Context: an optimization exercise on an open-source flow, tuned for small area, a short achievable clock period and few clock cycles per item. The choices shown serve that exercise and are no tape-out recipe. The RTL was checked by simulation tests, not by an equivalence proof against the original design.

`design/flow/run.sh`:
```
#!/bin/bash
# synth_recipe.tcl (not shown) runs the flow's synth.tcl, then flattens the netlist and writes it again
# the make line also repeats each setting of config.mk as NAME=value (left out here)
make -C /OpenROAD-flow-scripts/flow DESIGN_CONFIG=/design/flow/config.mk WORK_HOME=/design/flow/orfs CLKGATE_MAP_FILE= SYNTH_SCRIPT=/design/flow/synth_recipe.tcl finish
```
`design/flow/config.mk`:
```
export PLATFORM = sky130hd
export DESIGN_NAME = aes_enc_core
export DESIGN_NICKNAME = aes_enc_core
export VERILOG_FILES = /design/flow/design.v
export SDC_FILE = /design/flow/constraint.sdc
export NUM_CORES = 8
export LEC_CHECK = 0
export ABC_AREA = 1
export CAP_MARGIN = 20
export CORE_MARGIN = 2
export CORE_UTILIZATION = 40
export SLEW_MARGIN = 20
```
`design/flow/constraint.sdc`:
```
create_clock -name core_clock -period 10.0 [get_ports {clk}]
set_input_delay 2.0000 -clock core_clock [delete_from_list [all_inputs] [get_ports {clk}]]
set_output_delay 2.0000 -clock core_clock [all_outputs]
set_load 0.01 [all_outputs]
```
`design/flow/design.v`:
```
module aes_sbox_front (
    input  wire [7:0]  a,
    output wire [11:0] m
);
    wire n0 = a[5] ^ a[6];
    wire n1 = a[1] ^ a[7];
    wire n2 = a[2] ^ a[4];
    wire n3 = a[0] ^ n0;
    wire n4 = a[1] ^ a[3];
    wire n5 = a[3] ^ a[4];
    wire n6 = a[2] ^ n4;
    wire n7 = n1 ^ n5;
    wire n8 = a[5] ^ a[7];
    wire n9 = a[2] ^ a[7];
    wire n10 = a[2] ^ n1;
    wire n11 = a[6] ^ n6;
    wire n12 = n1 ^ n2;
    wire n13 = n0 ^ n2;
    wire n14 = n10 ^ n3;
    wire n15 = n8 ^ n2;
    wire n16 = n0 ^ n7;
    wire n17 = a[0] ^ n7;
    wire n18 = a[5] ^ n6;
    wire n19 = a[0] ^ n11;
    wire n20 = a[4] ^ a[7];
    wire n21 = a[4] ^ n3;
    wire n22 = a[1] ^ n3;
    wire n23 = a[7] ^ n3;
    wire n24 = a[3] ^ n13;
    wire n25 = a[3] ^ a[2];
    wire n26 = n4 ^ n13;
    wire n27 = n15 & n2;
    wire n28 = n16 & n9;
    wire n29 = n11 & n20;
    wire n30 = n7 & n12;
    wire n31 = n17 & n14;
    wire n32 = a[0] & n21;
    wire n33 = n18 & n1;
    wire n34 = n3 & n22;
    wire n35 = n19 & n23;
    wire n36 = a[1] ^ n31;
    wire n37 = a[4] ^ a[6];
    wire n38 = n30 ^ n37;
    wire n39 = n32 ^ n8;
    wire n40 = n36 ^ n38;
    wire n41 = a[7] ^ n27;
    wire n42 = n29 ^ n40;
    wire n43 = n25 ^ n41;
    wire n44 = n43 ^ n42;
    wire n45 = n27 ^ n31;
    wire n46 = n28 ^ n39;
    wire n47 = n45 ^ n46;
    wire n48 = a[5] ^ n34;
    wire n49 = n33 ^ n40;
    wire n50 = n48 ^ n49;
    wire n51 = n34 ^ n39;
    wire n52 = n36 ^ n35;
    wire n53 = n51 ^ n52;
    wire n54 = n50 ^ n53;
    wire n55 = n44 ^ n47;
    wire n56 = n50 ^ n44;
    wire n57 = n53 ^ n47;
    wire n58 = n56 ^ n57;
    wire n59 = n47 & n57;
    wire n60 = n44 & n56;
    wire n61 = n55 & n58;
    wire n62 = n53 ^ n61;
    wire n63 = n50 ^ n60;
    wire n64 = n59 ^ n62;
    wire n65 = n63 ^ n62;
    wire n66 = n59 ^ n63;
    wire n67 = n53 & n65;
    wire n68 = n50 & n64;
    wire n69 = n54 & n66;
    wire n70 = n57 & n65;
    wire n71 = n56 & n64;
    wire n72 = n58 & n66;
    wire n73 = n70 ^ n71;
    wire n74 = n72 ^ n71;
    wire n75 = n68 ^ n67;
    wire n76 = n69 ^ n68;
    assign m[0] = n14;
    assign m[1] = n12;
    assign m[2] = n9;
    assign m[3] = n2;
    assign m[4] = n24;
    assign m[5] = n25;
    assign m[6] = n26;
    assign m[7] = n8;
    assign m[8] = n73;
    assign m[9] = n74;
    assign m[10] = n75;
    assign m[11] = n76;
endmodule
module aes_sbox_back (
    input  wire [11:0] m,
    output wire [7:0]  y
);
    wire n0 = m[6] ^ m[7];
    wire n1 = m[4] ^ m[5];
    wire n2 = m[10] ^ m[11];
    wire n3 = m[8] ^ m[9];
    wire n4 = m[5] ^ m[7];
    wire n5 = m[4] ^ m[6];
    wire n6 = m[2] ^ m[3];
    wire n7 = m[0] ^ m[1];
    wire n8 = n0 ^ n1;
    wire n9 = m[11] ^ m[9];
    wire n10 = m[10] ^ m[8];
    wire n11 = n3 ^ n2;
    wire n12 = m[7] ^ m[3];
    wire n13 = m[6] ^ m[2];
    wire n14 = n6 ^ n0;
    wire n15 = m[5] ^ m[1];
    wire n16 = m[4] ^ m[0];
    wire n17 = n1 ^ n7;
    wire n18 = m[1] ^ m[3];
    wire n19 = n18 ^ n4;
    wire n20 = m[0] ^ m[2];
    wire n21 = n20 ^ n5;
    wire n22 = n7 ^ n6;
    wire n23 = n22 ^ n8;
    wire n24 = m[7] & m[11];
    wire n25 = m[6] & m[10];
    wire n26 = n0 & n2;
    wire n27 = m[5] & m[9];
    wire n28 = m[4] & m[8];
    wire n29 = n1 & n3;
    wire n30 = n4 & n9;
    wire n31 = n5 & n10;
    wire n32 = n8 & n11;
    wire n33 = n12 & m[11];
    wire n34 = n13 & m[10];
    wire n35 = n14 & n2;
    wire n36 = n15 & m[9];
    wire n37 = n16 & m[8];
    wire n38 = n17 & n3;
    wire n39 = n19 & n9;
    wire n40 = n21 & n10;
    wire n41 = n23 & n11;
    wire n42 = n24 ^ n26;
    wire n43 = n28 ^ n42;
    wire n44 = n36 ^ n40;
    wire n45 = n27 ^ n43;
    wire n46 = n30 ^ n41;
    wire n47 = n33 ^ n35;
    wire n48 = n31 ^ n42;
    wire n49 = n34 ^ n35;
    wire n50 = n37 ^ n44;
    wire n51 = n38 ^ n44;
    wire n52 = n39 ^ n46;
    wire n53 = n39 ^ n45;
    wire n54 = n47 ^ n51;
    wire n55 = n48 ^ n46;
    wire n56 = n55 ^ n54;
    wire n57 = n49 ^ n48;
    wire n58 = n57 ^ n52;
    wire n59 = n29 ^ n32;
    wire n60 = n49 ^ n43;
    wire n61 = n50 ^ n46;
    wire n62 = n59 ^ n60;
    wire n63 = n62 ^ n61;
    wire n64 = n41 ^ n45;
    wire n65 = n64 ^ n54;
    wire n66 = n40 ^ n47;
    wire n67 = n66 ^ n53;
    wire n68 = n25 ^ n26;
    wire n69 = n36 ^ n32;
    wire n70 = n38 ^ n52;
    wire n71 = n68 ^ n69;
    wire n72 = n71 ^ n70;
    wire n73 = n50 ^ n53;
    wire n74 = ~n56;
    wire n75 = ~n58;
    wire n76 = ~n72;
    wire n77 = ~n45;
    assign y[0] = n74;
    assign y[1] = n75;
    assign y[2] = n63;
    assign y[3] = n65;
    assign y[4] = n67;
    assign y[5] = n76;
    assign y[6] = n77;
    assign y[7] = n73;
endmodule
module aes_mixcol (
    input  wire [31:0] a,
    output wire [31:0] y
);
    wire [7:0] a0 = a[31:24];
    wire [7:0] a1 = a[23:16];
    wire [7:0] a2 = a[15:8];
    wire [7:0] a3 = a[7:0];
    wire [7:0] d0 = {a0[6:0], 1'b0} ^ (a0[7] ? 8'h1b : 8'h00);
    wire [7:0] d1 = {a1[6:0], 1'b0} ^ (a1[7] ? 8'h1b : 8'h00);
    wire [7:0] d2 = {a2[6:0], 1'b0} ^ (a2[7] ? 8'h1b : 8'h00);
    wire [7:0] d3 = {a3[6:0], 1'b0} ^ (a3[7] ? 8'h1b : 8'h00);
    assign y[31:24] = d0 ^ (d1 ^ a1) ^ a2 ^ a3;
    assign y[23:16] = a0 ^ d1 ^ (d2 ^ a2) ^ a3;
    assign y[15:8]  = a0 ^ a1 ^ d2 ^ (d3 ^ a3);
    assign y[7:0]   = (d0 ^ a0) ^ a1 ^ a2 ^ d3;
endmodule
module aes_enc_core (
    input  wire         clk,
    input  wire         rst,         
    input  wire         key_load,    
    input  wire [1:0]   key_len,     
    input  wire [255:0] key,         
    input  wire         in_valid,
    output reg          in_ready,
    input  wire [127:0] in_data,
    output reg          out_valid,
    output wire [127:0] out_data
);
    reg         l128, l192, l256;    
    reg  [3:0]  nr;                  
    reg  [2:0]  kp;                  
    reg         krdy;                
    reg         vS, xS;              
    reg  [3:0]  rS;                  
    reg         vM, xM;              
    reg  [3:0]  rM;                  
    reg         yslot;               
    wire        lastM = (rM == nr);
    wire        contM = vM && !lastM;                
    wire        accept = in_valid && in_ready;
    wire        xacc = accept && !yslot;             
    reg  [255:0] ks;
    reg  [255:0] kw;
    reg  [31:0]  kts;
    reg  [47:0]  km;                 
    wire [31:0] K0 = kw[255:224], K1 = kw[223:192], K2 = kw[191:160], K3 = kw[159:128];
    wire [31:0] K4 = kw[127:96],  K5 = kw[95:64],   K6 = kw[63:32],   K7 = kw[31:0];
    reg         k_rot, k_x4;         
    wire [31:0] kin0 = K7 ^ ({32{k_x4}} & (K2 ^ K3));
    wire [31:0] kin  = k_rot ? {kin0[23:0], kin0[31:24]} : kin0;
    wire [47:0] km_d;
    wire [31:0] kb;                  
    genvar g;
    generate
        for (g = 0; g < 4; g = g + 1) begin : g_ksb
            aes_sbox_front u_f (.a(kin[31-8*g -: 8]), .m(km_d[47-12*g -: 12]));
            aes_sbox_back  u_b (.m(km[47-12*g -: 12]), .y(kb[31-8*g -: 8]));
        end
    endgenerate
    reg         c_en;                
    reg         c_fix;               
    reg         c_s1;                
    reg  [1:0]  c_b;                 
    reg         c_t4, c_t2;          
    reg  [7:0]  c_rc;                
    wire [31:0] B0 = (c_b == 2'd2) ? K4 : (c_b == 2'd1) ? K2 : K0;
    wire [31:0] B1 = (c_b == 2'd2) ? K5 : (c_b == 2'd1) ? K3 : K1;
    wire [31:0] B2 = (c_b == 2'd2) ? K6 : (c_b == 2'd1) ? K4 : K2;
    wire [31:0] B3 = (c_b == 2'd2) ? K7 : (c_b == 2'd1) ? K5 : K3;
    wire [31:0] x7 = {32{c_t4 | c_t2}} & K7;
    wire [31:0] y7 = {32{c_t2}} & K7;
    wire [31:0] Q1 = B0 ^ B1;
    wire [31:0] P0 = B0 ^ x7;
    wire [31:0] P1 = Q1 ^ x7;
    wire [31:0] P2 = ({32{!c_t4}} & Q1) ^ B2 ^ y7;
    wire [31:0] P3 = P2 ^ B3;
    wire        c01 = !(c_t4 | c_t2);                
    wire        c23 = !c_t2;                         
    wire [31:0] rcw = {c_rc, 24'h000000};
    wire [31:0] tt  = c_s1 ? kts : kb;
    wire [31:0] n0 = P0 ^ ({32{c01}} & (tt ^ rcw));
    wire [31:0] n1 = P1 ^ ({32{c01}} & (tt ^ rcw));
    wire [31:0] n2 = P2 ^ ({32{c23}} & (tt ^ rcw));
    wire [31:0] n3 = P3 ^ ({32{c23}} & (tt ^ rcw));
    reg  [127:0] s;                  
    reg  [191:0] m;                  
    reg  [127:0] outr;
    assign out_data = outr;
    wire [127:0] ark = s ^ kw[255:128];
    wire [191:0] m_d;
    wire [127:0] sb;                 
    generate
        for (g = 0; g < 16; g = g + 1) begin : g_sb
            aes_sbox_front u_f (.a(ark[127-8*g -: 8]), .m(m_d[191-12*g -: 12]));
            aes_sbox_back  u_b (.m(m[191-12*g -: 12]), .y(sb[127-8*g -: 8]));
        end
    endgenerate
    wire [127:0] shr;
    genvar c, r;
    generate
        for (c = 0; c < 4; c = c + 1) begin : g_col
            for (r = 0; r < 4; r = r + 1) begin : g_row
                assign shr[127-8*(4*c+r) -: 8] = sb[127-8*(4*((c+r)%4)+r) -: 8];
            end
        end
    endgenerate
    wire [127:0] mix;
    generate
        for (c = 0; c < 4; c = c + 1) begin : g_mix
            aes_mixcol u_mc (.a(shr[127-32*c -: 32]), .y(mix[127-32*c -: 32]));
        end
    endgenerate
    always @(posedge clk) begin
        m    <= m_d;
        s    <= contM ? mix : in_data;
        outr <= shr ^ kw[127:0];
        km   <= km_d;
    end
    function [3:0] mod3;             
        input [3:0] r;
        mod3 = r % 3;
    endfunction
    function [7:0] rcon_of;          
        input [3:0] r;
        input       a128, a192;
        reg   [3:0] e;
        begin
            if (a128)      e = r;                           
            else if (a192) e = (r * 2 + 1) / 3;             
            else           e = (r - 1) / 2;                 
            case (e)
                4'd0: rcon_of = 8'h01;
                4'd1: rcon_of = 8'h02;
                4'd2: rcon_of = 8'h04;
                4'd3: rcon_of = 8'h08;
                4'd4: rcon_of = 8'h10;
                4'd5: rcon_of = 8'h20;
                4'd6: rcon_of = 8'h40;
                4'd7: rcon_of = 8'h80;
                4'd8: rcon_of = 8'h1b;
                default: rcon_of = 8'h36;
            endcase
        end
    endfunction
    wire        vS_n = contM || accept;
    wire        xS_n = contM ? xM : !yslot;
    wire [3:0]  rS_n = contM ? rM + 4'd1 : 4'd1;
    wire        np_n = (!vS_n || rS_n == nr) && (!vS || rS == nr);
    wire [2:0]  kp_n = key_load ? 3'd1 : (kp == 3'd0 || kp == 3'd7) ? kp : kp + 3'd1;
    wire        krdy_n = !key_load && (krdy ||
                         (l256 && kp_n >= 3'd2) || (l192 && kp_n >= 3'd3) || (l128 && kp_n >= 3'd4));
    wire        st_n   = vS && xS && (rS != nr);
    wire [3:0]  m3f = mod3(rS_n);
    wire [3:0]  m3c = mod3(rS);
    always @(posedge clk) begin
        if (rst) begin
            krdy      <= 1'b0;
            kp        <= 3'd0;
            vS        <= 1'b0;
            vM        <= 1'b0;
            yslot     <= 1'b0;
            in_ready  <= 1'b0;
            out_valid <= 1'b0;
            c_en      <= 1'b0;
            c_fix     <= 1'b0;
        end else begin
            kp        <= kp_n;
            krdy      <= krdy_n;
            vS        <= vS_n;
            vM        <= vS;
            yslot     <= xacc;
            in_ready  <= krdy_n && (np_n || xacc);
            out_valid <= vM && lastM;
            c_en      <= st_n || (kp_n == 3'd3 && !l256);
            c_fix     <= kp_n == 3'd3;
        end
        xS <= xS_n;
        rS <= rS_n;
        xM <= xS;
        rM <= rS;
        if (kp_n == 3'd2 || kp_n == 3'd4) begin
            k_rot <= 1'b1;
            k_x4  <= 1'b0;
        end else begin
            k_rot <= l128 || (l256 && rS_n[0]) || (l192 && m3f != 4'd1);
            k_x4  <= l192 && m3f == 4'd0;
        end
        if (kp_n == 3'd3) begin
            c_s1 <= 1'b0;
            c_b  <= 2'd0;
            c_t4 <= 1'b0;
            c_t2 <= 1'b0;
            c_rc <= 8'h01;
        end else begin
            c_s1 <= rS == 4'd1;
            c_b  <= l128 ? 2'd2 : l192 ? 2'd1 : 2'd0;
            c_t4 <= l192 && m3c == 4'd0;
            c_t2 <= l192 && m3c == 4'd1;
            c_rc <= (l256 && !rS[0]) ? 8'h00 : rcon_of(rS, l128, l192);
        end
        if (key_load) begin
            l128 <= key_len != 2'd1 && key_len != 2'd2;
            l192 <= key_len == 2'd1;
            l256 <= key_len == 2'd2;
            nr   <= (key_len == 2'd1) ? 4'd12 : (key_len == 2'd2) ? 4'd14 : 4'd10;
        end
    end
    always @(posedge clk) begin
        if (key_load) begin
            ks[255:32] <= key[255:32];
            ks[31:0]   <= (key_len == 2'd1) ? key[95:64] :
                          (key_len == 2'd2) ? key[31:0] : key[159:128];
        end else if (c_en && c_fix) begin
            if (l128) ks[127:0] <= {n0, n1, n2, n3};
            else      ks[63:0]  <= {n0, n1};
        end
    end
    always @(posedge clk) begin
        if ((l256 && kp == 3'd3) || (l128 && kp == 3'd5))
            kts <= kb;
    end
    always @(posedge clk) begin
        if (kp == 3'd1)
            kw <= ks;
        else begin
            if (xacc)
                kw[255:128] <= ks[255:128];
            else if (c_en && !(c_fix && l192))
                kw[255:128] <= kw[127:0];
            if (vS && xS && rS == 4'd1)
                kw[127:0] <= ks[127:0];
            else if (c_en && !(c_fix && l192))
                kw[127:0] <= {n0, n1, n2, n3};
        end
    end
endmodule
```
==> metrics.csv, run 1 <==
stage,metric,value,unit
detailed_routing,DRC violation count after routing,0,
clock_tree,CTS max path bufs,3,
detailed_routing,via count,71337,
clock_tree,worst skew pair latency,840,ps
yosys,#FFs+latches synth,1081,
placed_design,IO buf count,519,
clock_tree,Post CTS Setup Buffer Count,0,
layout,area delta synth->final,15.7,%
sta,WHS,419,ps
sta,final worst path period share,55.8,%
clock_tree,Clock Tree Root,clkbuf_16,
yosys,top_reg_cell synth,edfxtp_1,
layout,Multi-input gate area,48400,um^2
grt,GR Overflow Total,0,
floorplanning,starting density of the core,40.2,%
sta,unrepaired setup endpoints after global routing,no,
detailed_routing,Detailed Route WL,351000,um
yosys,Yosys cell types,57,
critical_path,Required @ worst endpoint,10720,ps
detailed_routing,Initial DRC Count,7791,
clock_tree,post_cts resized,0,
sta,fin. max-slew vios,0,
outcome,status,timing/DRC/antenna clean,
sta,Max Fclk,179,MHz
critical_path,CP Launch Type,flop,
layout,fraction of layout cells with a size suffix above 1,4.87,%
critical_path,Worst Setup End Kind,flop,
grt,vias in the first global route,67058,
clock_tree,cts bufs inserted,137,
yosys,"top cells by area, synth","edfxtp_1 (21%), xor2_1 (17%), nand2_1 (14%), dfxtp_1 (13%), xnor2_1 (10%)",
grt,met3 GRT Util,5.15,%
sta,Setup TNS,0,ps
sta,"Hold Violations, Final",0,
layout,post-layout util,46.6,%
sta,relative slew slack,18.3,%
yosys,share of the yosys chip area belonging to registers,33.8,%
layout,Final Net Count,11229,
floorplanning,Die Height,452,um
yosys,"Avg Cell Area, Syn",7.78,um^2
layout,filler cell count,19483,
yosys,Synthesis Warnings,1,
sta,skew final,42.8,ps
clock_tree,"Reg clk slew, reported paths",60,ps
yosys,Cells after Synth,10322,
clock_tree,Post-CTS Hold Buffers,0,
clock_tree,H-tree lvl count,4,
grt,largest net degree at the start of global routing,119,
grt,grt met1 use,41.7,%
detailed_routing,DRT Pass-1 Iters,8,
grt,GRT met2 Usage,51.4,%
yosys,Yosys top cell by area,edfxtp_1,
placed_design,Final GP Congestion,1.02,
sta,Final Critical Period,5580,ps
detailed_routing,wire per inst,25.9,um
yosys,Synth top area share,20.5,%
critical_path,"Largest stage delay, worst path",690,ps
grt,global route hottest layer,met2,
sta,min setup slack post-route,4420,ps
critical_path,WS Path Type,flop to flop,
detailed_routing,vias per std cell,5.26,
grt,total track usage,33.3,%
placed_design,Placed Area,88400,um^2
floorplanning,I/O Pins,520,
sta,setup violators final,0,
floorplanning,# rows,164,
layout,Register Area,27100,um^2
min_path,Min-Delay Path Class,flop to flop,
sta,worst slew pin tran,1210,ps
floorplanning,Die Area,204000,um^2
grt,first-pass GRT wire length,484000,um
floorplanning,Core ar.,200000,um^2
critical_path,cell mode on critical path,nand2_1,
yosys,post-synth net total,10772,
placed_design,pre-CTS setup slack,4470,ps
critical_path,critical-path maximum fanout,59,
layout,post-route cell area,93000,um^2
clock_tree,CTS tree,yes,
yosys,ys async rst share,0,%
flow_run,Max-Cap Viols,0,
grt,initial antenna violation count,20,
clock_tree,clock sink count,1081,
placed_design,DP HPWL,284000,um
critical_path,Worst EP arrival,6300,ps
yosys,Post-Syn Area,80300,um^2
detailed_routing,Post-DRT Antenna Nets,0,
yosys,number of synthesized flops with an enable pin,549,
floorplanning,Die Wd,452,um
critical_path,slowest CP cell,dfxtp_2,
## final timing paths
path                            start      to  slack, ps  depth (start not counted)
worst max-delay path             k_x4  km[46]       4420                         29
worst min-delay path               xS      xM        420                          0
worst max register to register   k_x4  km[46]       4420                         29
worst min register to register     xS      xM        420                          0
## synth_stat cells (69+ instances only)
library cell and n:
mux2i_1 90, o21ai_0 503, nand3b_1 82, inv_1 1013, nor2_1 291, nand4_1 82
xnor2_1 950, edfxtp_1 549, xor2_1 1541, dfxtp_1 532, o211ai_1 104, nand2_1 3064
nand3_1 744, clkbuf_1 186, xor2_2 69
## sequential cells by signal, summed over array words and instances, names as in the netlist, 8 cells and up
signal  flops
kts        32
kw        256
ks        256
outr      128
km         48
c_rc        8
s         128
m         192
## layout by cell type (no fill, tap or decap), drive strengths merged, types with 3 or more instances in the layout
cell type / count
nand2: 3101
xor2: 1622
inv: 1033
xnor2: 983
nand3: 751
edfxtp: 549
dfxtp: 532
o21ai: 523
clkdlybuf4s50: 518
nor2: 294
clkbuf: 193
o211ai: 104
mux2i: 90
or2: 84
nand3b: 82
nand4: 82
a21oi: 68
buf: 61
ha: 60
clkinv: 42
o22ai: 33
a31oi: 17
diode: 12
nor3: 12
nand2b: 11
o221ai: 8
bufinv: 7
clkinvlp: 7
a22oi: 5
and3: 3
a21o: 3
o21bai: 3
## kinds of logic (layout without fill, tap and decap cells)
logic type | Yosys count | count (layout) | synth area share (%)
AOI/OAI and AO/OA | 772 | 772 | 5.32
xor gates and xnor gates | 2605 | 2605 | 29.7
other | 0 | 12 | 0
muxes | 90 | 90 | 1.12
and+or+nand+nor | 4425 | 4425 | 23.1
DFF | 1081 | 1081 | 33.8
adders and majority gates | 60 | 60 | 0.935
buffers and inverters | 1289 | 1861 | 6.10
## stage by stage
stage | std cells
3_5_place_dp | 13296
6_report | 13562
2_1_floorplan | 10322
4_1_cts | 13550
3_3_place_gp | 13295
5_1_grt | 13555
## cell type report
cell class | count | share of cell area, %
Antenna cell | 12 | 0.0323
Inverter | 1028 | 4.16
Sequential cell | 1081 | 29.2
Timing Repair Buffer | 579 | 6.09
Tap cell | 2656 | 3.57
Clock buffer | 193 | 4.22
Multi-Input combinational cell | 7952 | 52.0
Clock inverter | 61 | 0.690
## metal layers
metal / share of wire (%) / vias up
li1: - / 33535
met3: 7.6 / 715
met1: 40 / 33824
met4: 8.9 / 4
met2: 44 / 3259
met5: 0.0071 / -
## worst max-delay path, delay by kind of cell, from the launching register on
family / cells / cell delay [ps]
AND/OR/NAND/NOR: 23 / 3170
flip-flops: 1 / 690
adder cells (fa/ha/maj): 1 / 360
XOR/XNOR: 1 / 220
buffers and inverters: 3 / 850
AO/OA/AOI/OAI: 1 / 110
Testbench counts, summed over its fixed seeds: cycles 22,188, items 1,687.
==> run 2: changes to the inputs <==
--- a/design/flow/config.mk
+++ b/design/flow/config.mk
@@ -5,7 +5,6 @@
 export SDC_FILE = /design/flow/constraint.sdc
 export NUM_CORES = 8
 export LEC_CHECK = 0
-export ABC_AREA = 1
 export CAP_MARGIN = 20
 export CORE_MARGIN = 2
 export CORE_UTILIZATION = 40
==> run 2 against run 1 <==
  * Still clean on timing, DRC and antenna
  * Flip-flop and latch count unchanged
  * Register-to-register slack worse by 430 ps
  * Worst hold slack worse by 34 ps
  * Sequential share of layout area down 0.72 points
  * Maximum frequency down 7.2%
  * Die area up 3.5%
  * Final cell count down 9.4%
  * Wire length down 4.3%
  * First-iteration DRC count up 16%
  * Non-clock buffer count up 46
  * Critical endpoint is now km[45]
  * Largest cell class unchanged
  * Highest routed layer unchanged
==> metrics.csv, run 2 <==
stage,metric,value,unit
critical_path,cell mode on critical path,nor3_1,
detailed_routing,Post-DRT Antenna Nets,0,
grt,GR Overflow Total,0,
layout,Final Net Count,9908,
sta,Max Fclk,166,MHz
outcome,status,timing/DRC/antenna clean,
layout,"commonest non-fill, non-tap cell in the layout",xnor2_1,
critical_path,Worst Setup End Kind,flop,
clock_tree,CTS max path bufs,3,
clock_tree,post_cts resized,0,
yosys,top cells by instance count after synthesis,"xnor2_1 (1660), nand2_1 (974), o21ai_0 (781)",
detailed_routing,Detailed Route WL,336000,um
clock_tree,CTS tree,yes,
clock_tree,clock sink count,1081,
clock_tree,"Reg clk slew, reported paths",70,ps
critical_path,critical-path maximum fanout,44,
detailed_routing,Initial DRC Count,9036,
yosys,most common cell in the netlist,xnor2_1,
clock_tree,Post-CTS Hold Buffers,0,
floorplanning,Die Area,212000,um^2
layout,filler cell count,19627,
critical_path,CP Launch Type,flop,
floorplanning,Die Wd,460,um
yosys,Synth top area share,19.8,%
detailed_routing,DRT Pass-1 Iters,6,
grt,total track usage,30.6,%
yosys,share of the yosys chip area belonging to registers,32.6,%
placed_design,IO buf count,519,
floorplanning,I/O Pins,520,
yosys,"Avg Cell Area, Syn",9.02,um^2
yosys,"top cells by area, synth","edfxtp_1 (20%), xnor2_1 (17%), dfxtp_1 (13%), xor2_1 (7.5%), o21ai_0 (4.7%)",
floorplanning,Core ar.,207000,um^2
grt,vias in the first global route,66145,
yosys,Post-Syn Area,83200,um^2
sta,fin. max-slew vios,0,
placed_design,pre-CTS setup slack,4190,ps
critical_path,Worst EP arrival,6730,ps
clock_tree,H-tree lvl count,4,
yosys,post-synth net total,9668,
detailed_routing,vias per std cell,5.78,
critical_path,Required @ worst endpoint,10720,ps
sta,relative slew slack,8.51,%
yosys,Synthesis Warnings,1,
sta,Final Critical Period,6010,ps
critical_path,"Largest stage delay, worst path",730,ps
yosys,Yosys cell types,103,
clock_tree,Post CTS Setup Buffer Count,0,
layout,fraction of layout cells with a size suffix above 1,7.53,%
sta,"Hold Violations, Final",0,
grt,largest net degree at the start of global routing,161,
sta,final worst path period share,60.1,%
sta,worst slew pin tran,1360,ps
clock_tree,Clock Tree Root,clkbuf_16,
floorplanning,Die Height,460,um
layout,post-layout util,46.1,%
yosys,#FFs+latches synth,1081,
clock_tree,worst skew pair latency,820,ps
yosys,ys async rst share,0,%
flow_run,Max-Cap Viols,0,
min_path,Min-Delay Path Class,flop to flop,
grt,first-pass GRT wire length,471000,um
yosys,number of synthesized flops with an enable pin,549,
layout,top flop regs,"ks x256, kw x256, m x192",
critical_path,slowest CP cell,xnor2_1,
layout,area delta synth->final,14.6,%
placed_design,Final GP Congestion,0.998,
sta,setup violators final,0,
critical_path,critical-path cell list,inv_2 -> buf_4 -> nor3_1 -> nor3_1 -> nor2_1 -> nor3_1 -> or3_1 -> mux2i_1 -> xor2_1 -> xnor2_1 -> inv_1 -> ha_1 -> inv_1 -> nand2_1 -> nand2_1 -> and2_1 -> xnor3_1 -> o31ai_1,
critical_path,WS Path Type,flop to flop,
yosys,top_reg_cell synth,edfxtp_1,
grt,initial antenna violation count,31,
clock_tree,cts bufs inserted,133,
floorplanning,starting density of the core,40.2,%
sta,min setup slack post-route,3990,ps
sta,Setup TNS,0,ps
detailed_routing,via count,71054,
yosys,Cells after Synth,9218,
placed_design,DP HPWL,266000,um
detailed_routing,wire per inst,27.3,um
detailed_routing,DRC violation count after routing,0,
layout,most frequent cells in the layout,"xnor2_1 (1655), nand2_1 (972), o21ai_0 (779), xor2_1 (710), edfxtp_1 (549)",
floorplanning,# rows,167,
sta,skew final,47.3,ps
sta,unrepaired setup endpoints after global routing,no,
yosys,Yosys top cell by area,edfxtp_1,
[run 2: cell count changes after synthesis, moves of 155 or more]
cell,previous run,this run
o21ai_0,503,781
nor2_1,291,487
mux2i_1,90,262
mux2_2,0,260
nand3_1,744,121
xor2_1,1541,712
nor2b_1,2,157
inv_1,1013,168
nand2_1,3064,974
clkbuf_1,186,435
xnor2_1,950,1660
a21oi_1,68,389
[run 2: cells by family after synthesis]
kind of cell,synth area share [%]
AO/OA/AOI/OAI,15.7
XOR/XNOR,28.1
buffers and inverters,3.23
multiplexers,6.95
flip-flops,32.6
adder cells (fa/ha/maj),0.951
AND/OR/NAND/NOR,12.4
[run 2: cell type report]
cell class              instances  area [um^2]  area share (%)
clock inverters                70          868           0.911
inverters                     175          657           0.689
diodes                         17         42.5          0.0446
multi-input cells            7442        53500            56.1
well taps                    2704         3380            3.55
flip-flops and latches       1081        27100            28.5
clock buffers                 177         3740            3.92
repair buffers                625         6050            6.34
[run 2: worst paths after layout]
kind / startpoint / endpoint / slack, ps / cells after the start
worst max-delay path: k_x4 / km[45] / 3990 / 18
worst min-delay path: xS / xM / 380 / 0
worst max register to register: k_x4 / km[45] / 3990 / 18
worst min register to register: xS / xM / 380 / 0
[run 2: metal layers]
metal | wire length [um] | GRT usage [%]
met5 | 92 | 0
met2 | 143000 | 45.7
met4 | 23700 | 18.6
met1 | 139000 | 41.0
met3 | 30300 | 5.66
[run 2: stage by stage]
| stage | cells | cell area, um^2 | hold slack [ps] |
|---|---|---|---|
| finish | 12291 | 95400 | 384 |
| floorplan | 9218 | 83200 | 351 |
| detailed placement | 12025 | 90600 | 379 |
| CTS | 12272 | 95300 | 384 |
| global placement | 12025 | 90600 | 372 |
| global route | 12275 | 95300 | 396 |
[run 2: worst max-delay path, delay by kind of cell (launching register included)]
family,cells,cell delay (ps)
xor+xnor,3,1140
simple gates,8,2060
buf+inv,4,1020
compound gates,1,190
flops,1,680
mux,1,440
fa+ha+maj,1,350
==> run 3: changes to the inputs <==
==> design/flow/flow/run.sh (new file) <==
#!/bin/bash
# Own layout flow: the standard flow (standard.sh, unchanged synthesis
# script and steps) with two settings changed:
#  - synthesis maps the logic with the ABC script in flow/abc.script (an
#    area-oriented mapping) instead of ORFS's speed script;
#  - the timing repair steps (floorplan, CTS, global route) aim for the extra
#    setup slack given in flow/margin.txt, so that the layout is sized for a
#    short period although the clock stays at the design's period.
# Each tool's output goes to a log file of its own in this folder.
set -uo pipefail
W=$PWD
SD=$W/scripts_own
rm -rf "$SD"; mkdir -p "$SD"
for f in "$FLOW_HOME"/scripts/*; do ln -s "$f" "$SD/"; done
if [[ -f "$W/flow/abc.script" ]]; then
  rm -f "$SD/abc_area.script"; cp "$W/flow/abc.script" "$SD/abc_area.script"
  ABC="ABC_AREA=1"
else
  ABC="ABC_AREA=0"
fi
MARGIN=$(cat "$W/flow/margin.txt")
bash standard.sh SCRIPTS_DIR="$SD" $ABC synth > "$W/synth.log" 2>&1 || { tail -30 "$W/synth.log"; exit 1; }
bash standard.sh SETUP_SLACK_MARGIN="$MARGIN" finish > "$W/layout.log" 2>&1 || { tail -30 "$W/layout.log"; exit 1; }
==> design/flow/flow/abc.script (new file) <==
strash
dch
map -a
==> design/flow/flow/margin.txt (new file) <==
6.5
==> design/flow/standard.sh (new file) <==
#!/bin/bash
# synth_recipe.tcl (not shown) runs the flow's synth.tcl, then flattens the netlist and writes it again
# the make line also repeats each setting of config.mk as NAME=value (left out here)
make -C /OpenROAD-flow-scripts/flow DESIGN_CONFIG=/design/flow/config.mk WORK_HOME=/design/flow/orfs CLKGATE_MAP_FILE= SYNTH_SCRIPT=/design/flow/synth_recipe.tcl "${@:-finish}"
removed: design/flow/run.sh
==> run 3 against run 2 <==
  * Flip-flop and latch count unchanged
  * Global-route usage up 2.9 points
  * Clock-buffer cell count up 4
  * Still clean on timing, DRC and antenna
  * Worst setup slack better by 1300 ps
  * Register-to-register slack better by 1300 ps
  * Non-clock buffer count up 913
  * Via count about the same
  * Synthesized cell count down 1.7%
  * Critical path type unchanged
==> metrics.csv, run 3 <==
stage,metric,value,unit
detailed_routing,Initial DRC Count,7126,
yosys,Synth top area share,22.5,%
sta,WHS,413,ps
critical_path,Required @ worst endpoint,10710,ps
yosys,#FFs+latches synth,1081,
layout,top flop regs,"ks x256, kw x256, m x192",
yosys,Post-Syn Area,73200,um^2
layout,fraction of layout cells with a size suffix above 1,27.9,%
critical_path,"Largest stage delay, worst path",450,ps
grt,initial antenna violation count,23,
floorplanning,I/O Pins,520,
clock_tree,cts bufs inserted,135,
flow_run,Max-Cap Viols,0,
grt,total track usage,33.6,%
clock_tree,Clock Tree Root,clkbuf_16,
clock_tree,clock sink count,1081,
layout,post-route cell area,106000,um^2
layout,area delta synth->final,45.2,%
sta,final worst path period share,47.2,%
critical_path,WS Path Type,flop to flop,
sta,fin. max-slew vios,0,
clock_tree,CTS tree,yes,
yosys,top cells by instance count after synthesis,"nand2_1 (1946), xor2_1 (1578), clkinv_1 (945)",
detailed_routing,wire per inst,25.2,um
yosys,number of synthesized flops with an enable pin,549,
critical_path,Worst Setup End Kind,flop,
detailed_routing,vias per std cell,5.36,
layout,post-layout util,58.6,%
yosys,"top cells by area, synth","edfxtp_1 (23%), xor2_1 (19%), dfxtp_1 (15%), xnor2_1 (10%), nand2_1 (10%)",
outcome,status,timing/DRC/antenna clean,
floorplanning,Die Height,432,um
critical_path,Reg2Reg Setup Slack,5280,ps
detailed_routing,via count,71077,
detailed_routing,DRT Pass-1 Iters,6,
yosys,share of the yosys chip area belonging to registers,37.1,%
yosys,post-synth net total,9510,
floorplanning,starting density of the core,40.3,%
placed_design,IO buf count,519,
floorplanning,# rows,156,
critical_path,critical-path maximum fanout,8,
sta,setup violators final,0,
detailed_routing,Post-DRT Antenna Nets,0,
floorplanning,Die Area,186000,um^2
sta,Max Fclk,212,MHz
placed_design,Placed Area,82300,um^2
layout,"non-filler cells, final",13251,
yosys,most common cell in the netlist,nand2_1,
yosys,Yosys cell types,38,
layout,"commonest non-fill, non-tap cell in the layout",nand2_1,
layout,Multi-input gate area,53400,um^2
critical_path,slowest CP cell,dfxtp_4,
min_path,Min-Delay Path Class,flop to flop,
sta,Final Critical Period,4720,ps
clock_tree,H-tree lvl count,4,
grt,GR Overflow Total,0,
grt,vias in the first global route,67449,
yosys,ys async rst share,0,%
sta,"Hold Violations, Final",0,
sta,unrepaired setup endpoints after global routing,yes,
yosys,Yosys top cell by area,edfxtp_1,
sta,relative slew slack,17.2,%
sta,Setup TNS,0,ps
placed_design,Inst Count DP,12024,
floorplanning,Core ar.,181000,um^2
layout,filler cell count,15409,
layout,Final Net Count,11188,
clock_tree,"Reg clk slew, reported paths",60,ps
layout,Register Area,27300,um^2
placed_design,Final GP Congestion,0.980,
yosys,Cells after Synth,9060,
detailed_routing,DRC violation count after routing,0,
clock_tree,worst skew pair latency,840,ps
sta,worst slew pin tran,1240,ps
placed_design,DP HPWL,234000,um
yosys,top_reg_cell synth,edfxtp_1,
layout,most frequent cells in the layout,"nand2_1 (1589), xor2_1 (1185), buf_4 (878), clkinv_1 (786), nor2_1 (691)",
yosys,"Avg Cell Area, Syn",8.08,um^2
critical_path,Worst EP arrival,5420,ps
critical_path,CP Launch Type,flop,
sta,skew final,50.5,ps
floorplanning,Die Wd,432,um
critical_path,cell mode on critical path,buf_4,
grt,largest net degree at the start of global routing,167,
grt,first-pass GRT wire length,454000,um
clock_tree,CTS max path bufs,3,
yosys,Synthesis Warnings,1,
detailed_routing,Detailed Route WL,333000,um
==> run 3: area by class of cell <==
| type | instances | area share (%) |
|---|---|---|
| Sequential cell | 1081 | 25.7 |
| Multi-Input combinational cell | 7033 | 50.3 |
| Clock buffer | 181 | 3.59 |
| Antenna cell | 31 | 0.0730 |
| Tap cell | 2370 | 2.79 |
| Inverter | 945 | 3.75 |
| Timing Repair Buffer | 1538 | 13.0 |
| Clock inverter | 68 | 0.820 |
| Timing Repair inverter | 4 | 0.0565 |
==> run 3: worst max-delay path, delay by kind of cell, from the launching register on <==
kind / cells / cell delay, ps
compound gates: 3 / 570
flops: 1 / 450
simple gates: 3 / 300
buf+inv: 12 / 1600
xor+xnor: 8 / 1670
==> run 3: per-stage QoR <==
stage,setup WS [ps]
3_5_place_dp,4000
5_1_grt,5230
2_1_floorplan,843
4_1_cts,5420
3_3_place_gp,3960
6_report,5280
==> run 3: logic make-up after synthesis <==
group           Yosys count  share of synthesized area (%)
simple gates           3217                           17.8
xor+xnor               2432                           29.1
compound gates         1298                           9.69
flops                  1081                           37.1
buf+inv                 947                           4.86
fa+ha+maj                60                           1.03
mux                      25                          0.375
==> run 3: worst paths after layout <==
check	startpoint	endpoint	cells after the start
worst max register to register	k_x4	km[11]	26
worst min register to register	rS[2]	rM[2]	0
worst max-delay path	k_x4	km[11]	26
worst min-delay path	rS[2]	rM[2]	0
==> run 3: per-layer routing <==
| layer | GRT usage (%) | up-vias | wire [um] |
|---|---|---|---|
| met5 | 0 | - | 23 |
| met4 | 27.5 | 4 | 32400 |
| met3 | 5.49 | 907 | 27800 |
| met2 | 52.0 | 3525 | 148000 |
| met1 | 41.2 | 34312 | 125000 |
| li1 | - | 32329 | - |
==> run 3: repair_timing <==
| action | in CTS | in global routing |
|---|---|---|
| hold endpoints to repair | 0 | 0 |
| setup endpoints to repair | 882 | 478 |
| buffers inserted | 630 | 304 |
| gates resized for setup | 1630 | 870 |
| hold buffers | 0 | 0 |
| gates cloned | 8 | 5 |
| pin swaps | 556 | 543 |
==> run 4: changes to the inputs <==
removed: design/flow/flow/abc.script
==> run 4 against run 3 <==
  * Critical endpoint is now km[10]
  * Largest cell class unchanged
  * Via count up 7.5%
  * Critical path type unchanged
  * Maximum frequency up 6.0%
  * Clock skew down 7.6 ps
  * Clock-buffer cell count down 8
==> metrics.csv, run 4 <==
stage,metric,value,unit
grt,GR Overflow Total,0,
critical_path,CP Launch Type,flop,
clock_tree,cts bufs inserted,133,
grt,vias in the first global route,70871,
yosys,top cells by instance count after synthesis,"xnor2_1 (1660), nand2_1 (974), o21ai_0 (781)",
clock_tree,H-tree lvl count,4,
yosys,top_reg_cell synth,edfxtp_1,
floorplanning,Die Area,212000,um^2
sta,Max Fclk,225,MHz
flow_run,Max-Cap Viols,0,
min_path,Min-Delay Path Class,flop to flop,
placed_design,pre-CTS setup slack,3810,ps
sta,WHS,409,ps
placed_design,IO buf count,519,
yosys,Post-Syn Area,83200,um^2
layout,"commonest non-fill, non-tap cell in the layout",xnor2_1,
floorplanning,Die Height,460,um
detailed_routing,Post-DRT Antenna Nets,0,
detailed_routing,Detailed Route WL,365000,um
detailed_routing,via count,76441,
grt,met3 GRT Util,7.21,%
grt,global route hottest layer,met2,
detailed_routing,DRC violation count after routing,0,
floorplanning,Core ar.,207000,um^2
placed_design,Final GP Congestion,1.01,
clock_tree,CTS max path bufs,3,
layout,filler cell count,17561,
grt,grt met1 use,41.9,%
yosys,most common cell in the netlist,xnor2_1,
sta,min setup slack post-route,5550,ps
layout,Final Net Count,10758,
sta,"Hold Violations, Final",0,
clock_tree,clock sink count,1081,
yosys,#FFs+latches synth,1081,
critical_path,WS Path Type,flop to flop,
sta,relative slew slack,27.8,%
sta,fin. max-slew vios,0,
yosys,Cells after Synth,9218,
layout,fraction of layout cells with a size suffix above 1,28.0,%
yosys,post-synth net total,9668,
yosys,Yosys cell types,103,
sta,setup violators final,0,
grt,total track usage,32.8,%
detailed_routing,wire per inst,27.8,um
critical_path,Worst EP arrival,5130,ps
placed_design,DP HPWL,264000,um
yosys,ys async rst share,0,%
floorplanning,I/O Pins,520,
clock_tree,worst skew pair latency,830,ps
clock_tree,CTS tree,yes,
yosys,"top cells by area, synth","edfxtp_1 (20%), xnor2_1 (17%), dfxtp_1 (13%), xor2_1 (7.5%), o21ai_0 (4.7%)",
yosys,number of synthesized flops with an enable pin,549,
clock_tree,Clock Tree Root,clkbuf_16,
detailed_routing,vias per std cell,5.82,
yosys,Synthesis Warnings,1,
critical_path,critical-path maximum fanout,8,
sta,skew final,42.9,ps
placed_design,Placed Area,92900,um^2
yosys,"Avg Cell Area, Syn",9.02,um^2
yosys,Synth top area share,19.8,%
detailed_routing,Initial DRC Count,8986,
sta,final worst path period share,44.5,%
floorplanning,starting density of the core,40.2,%
sta,unrepaired setup endpoints after global routing,yes,
grt,GRT met2 Usage,49.1,%
layout,top flop regs,"ks x256, kw x256, m x192",
yosys,share of the yosys chip area belonging to registers,32.6,%
critical_path,Required @ worst endpoint,10680,ps
floorplanning,Die Wd,460,um
outcome,status,timing/DRC/antenna clean,
sta,Final Critical Period,4450,ps
sta,worst slew pin tran,1080,ps
floorplanning,# rows,167,
clock_tree,Post-CTS Hold Buffers,0,
layout,area delta synth->final,38.1,%
clock_tree,"Reg clk slew, reported paths",60,ps
sta,Setup TNS,0,ps
detailed_routing,DRT Pass-1 Iters,8,
grt,first-pass GRT wire length,503000,um
yosys,Yosys top cell by area,edfxtp_1,
critical_path,Worst Setup End Kind,flop,
layout,most frequent cells in the layout,"xnor2_1 (1171), nand2_1 (954), buf_4 (780), o21ai_0 (693), edfxtp_1 (549)",
grt,initial antenna violation count,35,
grt,largest net degree at the start of global routing,175,
layout,post-route cell area,115000,um^2
## run 4: area by class of cell
class	count	area [um^2]	area share, %
Antenna cell	20	50.0	0.0436
Clock buffer	173	3730	3.25
Clock inverter	73	866	0.754
Inverter	175	674	0.587
Multi-Input combinational cell	7448	65300	56.8
Sequential cell	1081	27400	23.8
Tap cell	2704	3380	2.94
Timing Repair Buffer	1468	13500	11.7
Timing Repair inverter	1	7.51	0.00653
## run 4: timing repair
action | in CTS | in global routing
pin swaps | 333 | 318
endpoints found under the hold margin | 0 | 0
gates resized for setup | 1192 | 669
gates cloned | 12 | 4
setup buffers | 593 | 252
setup endpoints to repair | 1063 | 556
## run 4: path summary, 6_finish.rpt
path,endpoint,depth (start not counted),slack [ps],from
max reg2reg,km[10],16,5550,kw[167]
max,km[10],16,5550,kw[167]
min,xM,0,410,xS
min reg2reg,xM,0,410,xS
## run 4: kinds of logic (layout without fill, tap and decap cells)
logic type                 after synthesis  in the layout  share of synthesized area (%)
AOI/OAI and AO/OA                     2097           2097                           15.7
xor gates and xnor gates              2495           2496                           28.1
adders and majority gates               64             64                          0.951
buffers and inverters                  695           1890                           3.23
DFF                                   1081           1081                           32.6
muxes                                  533            533                           6.95
other                                    0             20                              0
and+or+nand+nor                       2253           2258                           12.4
## run 4: critical path, stage by stage (launching register included)
cell and delay (ps):
edfxtp_1 540, xnor2_1 220, or3_1 360, a211o_1 320, nand3_1 190, and2_4 230, xor3_1 320, mux2i_1 150
or4_4 530, nand2_2 130, xor2_2 180, ha_4 260, xnor2_2 170, nand3b_1 170, buf_4 190, xnor2_1 110
a211o_1 240
## run 4: per-stage QoR
stage               cells  util (%)
global route        13129      55.5
floorplan            9218         -
detailed placement  12016      44.9
CTS                 12867      52.7
finish              13143      55.5
global placement    12016      44.9
## run 4: routing by layer
metal	vias to the layer above	routed length, um
met5	-	126
met1	37261	141000
met4	16	30100
met2	4056	158000
met3	894	35900
li1	34214	-

## re-timing with driven ports
The flow's constraints put no driver on any port. The routed layouts listed below were extracted and timed again, unchanged, in two steps. Step 1 (the two cells are an assumption about what drives the block):
set clk [get_ports {clk}]
set_driving_cell -lib_cell sky130_fd_sc_hd__clkbuf_16 $clk
set_driving_cell -lib_cell sky130_fd_sc_hd__buf_2 [delete_from_list [all_inputs] $clk]
Step 2 moves the port delays by t, midway between the first and last clock arrival at a register: inputs arrive t later, outputs are due t later. That takes back most of the time a late clock gives input paths. a / b / c = ideal / step 1 / step 2; a / b = the first two.
run | t, ns | setup slack, ns | worst setup path after step 2 | worst data-port slew with drivers (ns)
run 1 | 0.917 | 4.420 / 4.420 / 4.305 | input to register | 0.19
run 2 | 0.889 | 3.989 / 3.989 / 3.989 | register to register | 0.15
run 3 | 0.905 | 5.282 / 5.282 / 5.282 | register to register | 0.33
run 4 | 0.904 | 5.549 / 5.549 / 5.549 | register to register | 0.11
After both steps setup and hold are still met in every run listed. The setup slack of run 1, which loses most, moves by 0.000 ns with the drivers and by -0.115 ns with both steps.
